Context: an optimization exercise on an open-source flow, tuned for small area, a short achievable clock period and few clock cycles per item. The choices shown serve that exercise and are no tape-out recipe. At most, simulation tests tie the RTL to the original design; equivalence was not proved.

== north ==
==> module pd_in, before the edit <==
module pd_in #(
    parameter S  = 17,
    parameter ND = 4,
    parameter W  = 2
) (
    input  wire [2:0]  op,
    input  wire [63:0] s,
    input  wire [63:0] u,
    input  wire [4:0]  smap,
    output wire        sa,         
    output wire        sb,         
    output wire        es,         
    output wire        dx,
    output reg  [14:0] g,          
    output reg  [14:0] p,          
    output wire [59:0] m,          
    output reg  [59:0] sc,         
    output reg  [63:0] ab,         
    output reg  [W-1:0] top,       
    output wire        gt,         
    output wire        eq,         
    output wire        z           
);
    integer i;
    function sign_minus(input [3:0] c, input [4:0] mp);
        case (c)
            4'hA: sign_minus = mp[0];
            4'hB: sign_minus = mp[1];
            4'hC: sign_minus = mp[2];
            4'hD: sign_minus = mp[3];
            4'hE: sign_minus = mp[4];
            default: sign_minus = 1'b0;
        endcase
    endfunction
    assign sa = sign_minus(s[3:0], smap);
    assign sb = sign_minus(u[3:0], smap) ^ (op != 3'd0);
    assign es = sa ^ sb;
    reg s_bad, u_bad;
    always @* begin
        s_bad = (s[3:0] < 4'hA);
        u_bad = (u[3:0] < 4'hA);
        for (i = 1; i < 16; i = i + 1) begin
            if (s[4*i +: 4] > 4'd9) s_bad = 1'b1;
            if (u[4*i +: 4] > 4'd9) u_bad = 1'b1;
        end
    end
    wire two = (op == 3'd0) || (op == 3'd1) || (op == 3'd2);
    assign dx = (op != 3'd4) && (s_bad || (two && u_bad));
    wire [14:0] g0, p0;             
    genvar gd;
    generate
        for (gd = 0; gd < 5; gd = gd + 1) begin : g_dig
            pd_dig3 u_dig (
                .op(op), .sc_s(s[3:0]), .sc_u(u[3:0]), .smap(smap),
                .a(s[12*gd+4 +: 12]), .b(u[12*gd+4 +: 12]),
                .g(g0[3*gd +: 3]), .p(p0[3*gd +: 3]), .m(m[12*gd +: 12])
            );
        end
    endgenerate
    reg [3:0] da;
    always @* begin
        for (i = 0; i < 15; i = i + 1) begin
            da = s[4*i+4 +: 4];
            sc[4*i +: 4] = {da[0], da[2] ^ da[3], da[1] ^ da[3], ~da[3]};
        end
        for (i = 0; i < 15; i = i + 1) begin
            g[i] = (i == 0) ? g0[0] : (g0[i] | (p0[i] & g0[i-1]));
            p[i] = (i == 0) ? p0[0] : (p0[i] & p0[i-1]);
        end
    end
    assign gt = (s[63:4] > u[63:4]);
    assign eq = (s[63:4] == u[63:4]);
    assign z  = ((s[63:4] | u[63:4]) == 60'd0);
    reg [63:0] lo1;                 
    integer sh;
    always @* begin
        lo1 = {s[62:0], 1'b0};
        for (sh = 1; sh < 64; sh = sh * 2)
            for (i = 0; i < 64; i = i + 1)
                if ((i & sh) != 0)
                    lo1[i] = lo1[i] | lo1[(i & ~(sh - 1) & ~sh) + sh - 1];
        ab = s ^ ({64{s[63]}} & lo1);
    end
    reg [ND-1:0] nz;
    integer j;
    always @* begin
        nz = {ND{1'b0}};
        for (i = 0; i < 64; i = i + 1)
            nz[i / S] = nz[i / S] | ab[i];
        top = {W{1'b0}};
        for (j = 1; j < ND; j = j + 1)
            if (nz[j]) top = j;
    end
endmodule
==> module pd_dig3, before the edit <==
module pd_dig3 (
    input  wire [2:0]  op,
    input  wire [3:0]  sc_s,       
    input  wire [3:0]  sc_u,       
    input  wire [4:0]  smap,
    input  wire [11:0] a,
    input  wire [11:0] b,
    output reg  [2:0]  g,
    output reg  [2:0]  p,
    output reg  [11:0] m
);
    function sign_minus(input [3:0] c, input [4:0] mp);
        case (c)
            4'hA: sign_minus = mp[0];
            4'hB: sign_minus = mp[1];
            4'hC: sign_minus = mp[2];
            4'hD: sign_minus = mp[3];
            4'hE: sign_minus = mp[4];
            default: sign_minus = 1'b0;
        endcase
    endfunction
    wire es = sign_minus(sc_s, smap) ^ sign_minus(sc_u, smap) ^ (op != 3'd0);
    integer i;
    reg [3:0] da, db, nb;
    reg [4:0] t;
    always @* begin
        for (i = 0; i < 3; i = i + 1) begin
            da = a[4*i +: 4];
            db = b[4*i +: 4];
            nb = es ? {~(db[3] | db[2] | db[1]), db[2] ^ db[1], db[1], ~db[0]} : db;
            t  = {1'b0, da} + {1'b0, nb};
            g[i] = (t >= 5'd10);
            p[i] = (t == 5'd9);
            m[4*i +: 4] = g[i] ? (t[3:0] - 4'd10) : t[3:0];
        end
    end
endmodule
Settings: LEC_CHECK=0, ABC_AREA=1, CAP_MARGIN=20, CORE_MARGIN=2, CORE_UTILIZATION=60, PLACE_DENSITY=0.75, SLEW_MARGIN=20, SYNTH_HIERARCHICAL=1; clock period 30.0 ns.
standard.sh (not shown) runs the stock make flow with config.mk's settings and CLKGATE_MAP_FILE= SYNTH_SCRIPT=/design/flow/synth_recipe.tcl, a recipe that flattens the netlist after the stock synthesis.
==> flow/flow/run.sh <==
#!/bin/bash
# Own layout flow: the standard layout (standard.sh) with three resizer
# settings changed, nothing else:
#  - repair_timing is asked to leave a setup margin (flow/margin.txt), so it
#    sizes the paths for a short period instead of stopping at the 30 ns clock;
#  - gates may be resized across cell footprints;
#  - the port buffers are buf_2 cells instead of the delay cell buffer_ports
#    picks by default (every input and output port still gets a buffer).
# The clock, the SDC and every other step are the standard flow's. All tool output goes
# to flow_make.log in this folder.
set -euo pipefail
MARGIN=$(cat flow/margin.txt)
bash standard.sh SETUP_SLACK_MARGIN="$MARGIN" MATCH_CELL_FOOTPRINT=0 \
    BUFFER_PORTS_ARGS="-buffer_cell sky130_fd_sc_hd__buf_2" finish > flow_make.log 2>&1
==> flow/flow/margin.txt <==
21.3
north had finished all stages when the layout checks came back failing, citing max-capacitance violations, max-slew violations.
Testbench counts of north, summed over its fixed seeds: cycles 15,174, ops 8,000.
[inputs] south vs north
--- a/flow/design.v
+++ b/flow/design.v
@@ -10,13 +10,13 @@
     output wire        sa,         
     output wire        sb,         
     output wire        es,         
     output wire        dx,
     output reg  [14:0] g,          
     output reg  [14:0] p,          
-    output wire [59:0] m,          
+    output reg  [59:0] m,          
     output reg  [59:0] sc,         
     output reg  [63:0] ab,         
     output reg  [W-1:0] top,       
     output wire        gt,         
     output wire        eq,         
     output wire        z           
@@ -43,27 +43,24 @@
             if (s[4*i +: 4] > 4'd9) s_bad = 1'b1;
             if (u[4*i +: 4] > 4'd9) u_bad = 1'b1;
         end
     end
     wire two = (op == 3'd0) || (op == 3'd1) || (op == 3'd2);
     assign dx = (op != 3'd4) && (s_bad || (two && u_bad));
-    wire [14:0] g0, p0;             
-    genvar gd;
-    generate
-        for (gd = 0; gd < 5; gd = gd + 1) begin : g_dig
-            pd_dig3 u_dig (
-                .op(op), .sc_s(s[3:0]), .sc_u(u[3:0]), .smap(smap),
-                .a(s[12*gd+4 +: 12]), .b(u[12*gd+4 +: 12]),
-                .g(g0[3*gd +: 3]), .p(p0[3*gd +: 3]), .m(m[12*gd +: 12])
-            );
-        end
-    endgenerate
-    reg [3:0] da;
+    reg [3:0] da, db, nb;
+    reg [4:0] t;
+    reg [14:0] g0, p0;              
     always @* begin
         for (i = 0; i < 15; i = i + 1) begin
             da = s[4*i+4 +: 4];
+            db = u[4*i+4 +: 4];
+            nb = es ? {~(db[3] | db[2] | db[1]), db[2] ^ db[1], db[1], ~db[0]} : db;
+            t  = {1'b0, da} + {1'b0, nb};
+            g0[i] = (t >= 5'd10);
+            p0[i] = (t == 5'd9);
+            m[4*i +: 4] = g0[i] ? (t[3:0] - 4'd10) : t[3:0];
             sc[4*i +: 4] = {da[0], da[2] ^ da[3], da[1] ^ da[3], ~da[3]};
         end
         for (i = 0; i < 15; i = i + 1) begin
             g[i] = (i == 0) ? g0[0] : (g0[i] | (p0[i] & g0[i-1]));
             p[i] = (i == 0) ? p0[0] : (p0[i] & p0[i-1]);
         end
@@ -168,49 +165,12 @@
     end
     wire        f_ovf = !cmp && !es && gall;
     assign result[63:4] = dig;
     assign result[3:0]  = multi ? acc[3:0] : cmp ? {3'd0, rt} : (neg ? ominus : oplus);
     assign ovf    = multi ? acc_ovf : f_ovf;
 endmodule
-module pd_dig3 (
-    input  wire [2:0]  op,
-    input  wire [3:0]  sc_s,       
-    input  wire [3:0]  sc_u,       
-    input  wire [4:0]  smap,
-    input  wire [11:0] a,
-    input  wire [11:0] b,
-    output reg  [2:0]  g,
-    output reg  [2:0]  p,
-    output reg  [11:0] m
-);
-    function sign_minus(input [3:0] c, input [4:0] mp);
-        case (c)
-            4'hA: sign_minus = mp[0];
-            4'hB: sign_minus = mp[1];
-            4'hC: sign_minus = mp[2];
-            4'hD: sign_minus = mp[3];
-            4'hE: sign_minus = mp[4];
-            default: sign_minus = 1'b0;
-        endcase
-    endfunction
-    wire es = sign_minus(sc_s, smap) ^ sign_minus(sc_u, smap) ^ (op != 3'd0);
-    integer i;
-    reg [3:0] da, db, nb;
-    reg [4:0] t;
-    always @* begin
-        for (i = 0; i < 3; i = i + 1) begin
-            da = a[4*i +: 4];
-            db = b[4*i +: 4];
-            nb = es ? {~(db[3] | db[2] | db[1]), db[2] ^ db[1], db[1], ~db[0]} : db;
-            t  = {1'b0, da} + {1'b0, nb};
-            g[i] = (t >= 5'd10);
-            p[i] = (t == 5'd9);
-            m[4*i +: 4] = g[i] ? (t[3:0] - 4'd10) : t[3:0];
-        end
-    end
-endmodule
 module pdec_unit (
     input  wire        clk,
     input  wire        rst,        
     input  wire        start,      
     input  wire [2:0]  op,
     input  wire [2:0]  rel,        
Results
Every stage of the flow completed for south, and the final layout passed the timing, design-rule and antenna checks. Diff north -> south: average wire per cell in the routed design rose by 2.0 um; max-slew violation total from the final report fell by 4. Compared with north, south shows a higher proportion of layout cells with a drive suffix above 1. When south is set beside north, its required time reported for the critical path endpoint turns out to be 20 ps larger. Where remaining max-slew budget at the tightest pin is concerned, north is outperformed by south. Per the comparison of south with north, maximum frequency down 0.0073 GHz; sequential share of layout area flat.
No functional check of the RTL was part of south.

[separate check: timing with driven ports]
No port has a modelled driver above. Below, the same layouts with a new extraction and two added sets of constraints.
Step 1, drivers: a clkbuf_16 drives clk and a buf_2 each remaining input, both assumed.
Step 2 moves the port delays by t, midway between the first and last clock arrival at a register: inputs arrive t later, outputs are due t later. That takes back most of the time a late clock gives input paths.
Slacks: ideal ports / drivers / drivers and shift; pairs: ideal ports / drivers.
run	t (ns)	setup slack, ns	worst hold slack (ns)
north	0.571	21.307 / 21.247 / 20.677	0.503 / 0.503 / 0.503
south	0.545	20.718 / 20.747 / 20.201	0.513 / 0.513 / 0.513
The setup slack of north, which loses most, moves by -0.060 ns with the drivers and by -0.630 ns with both steps.
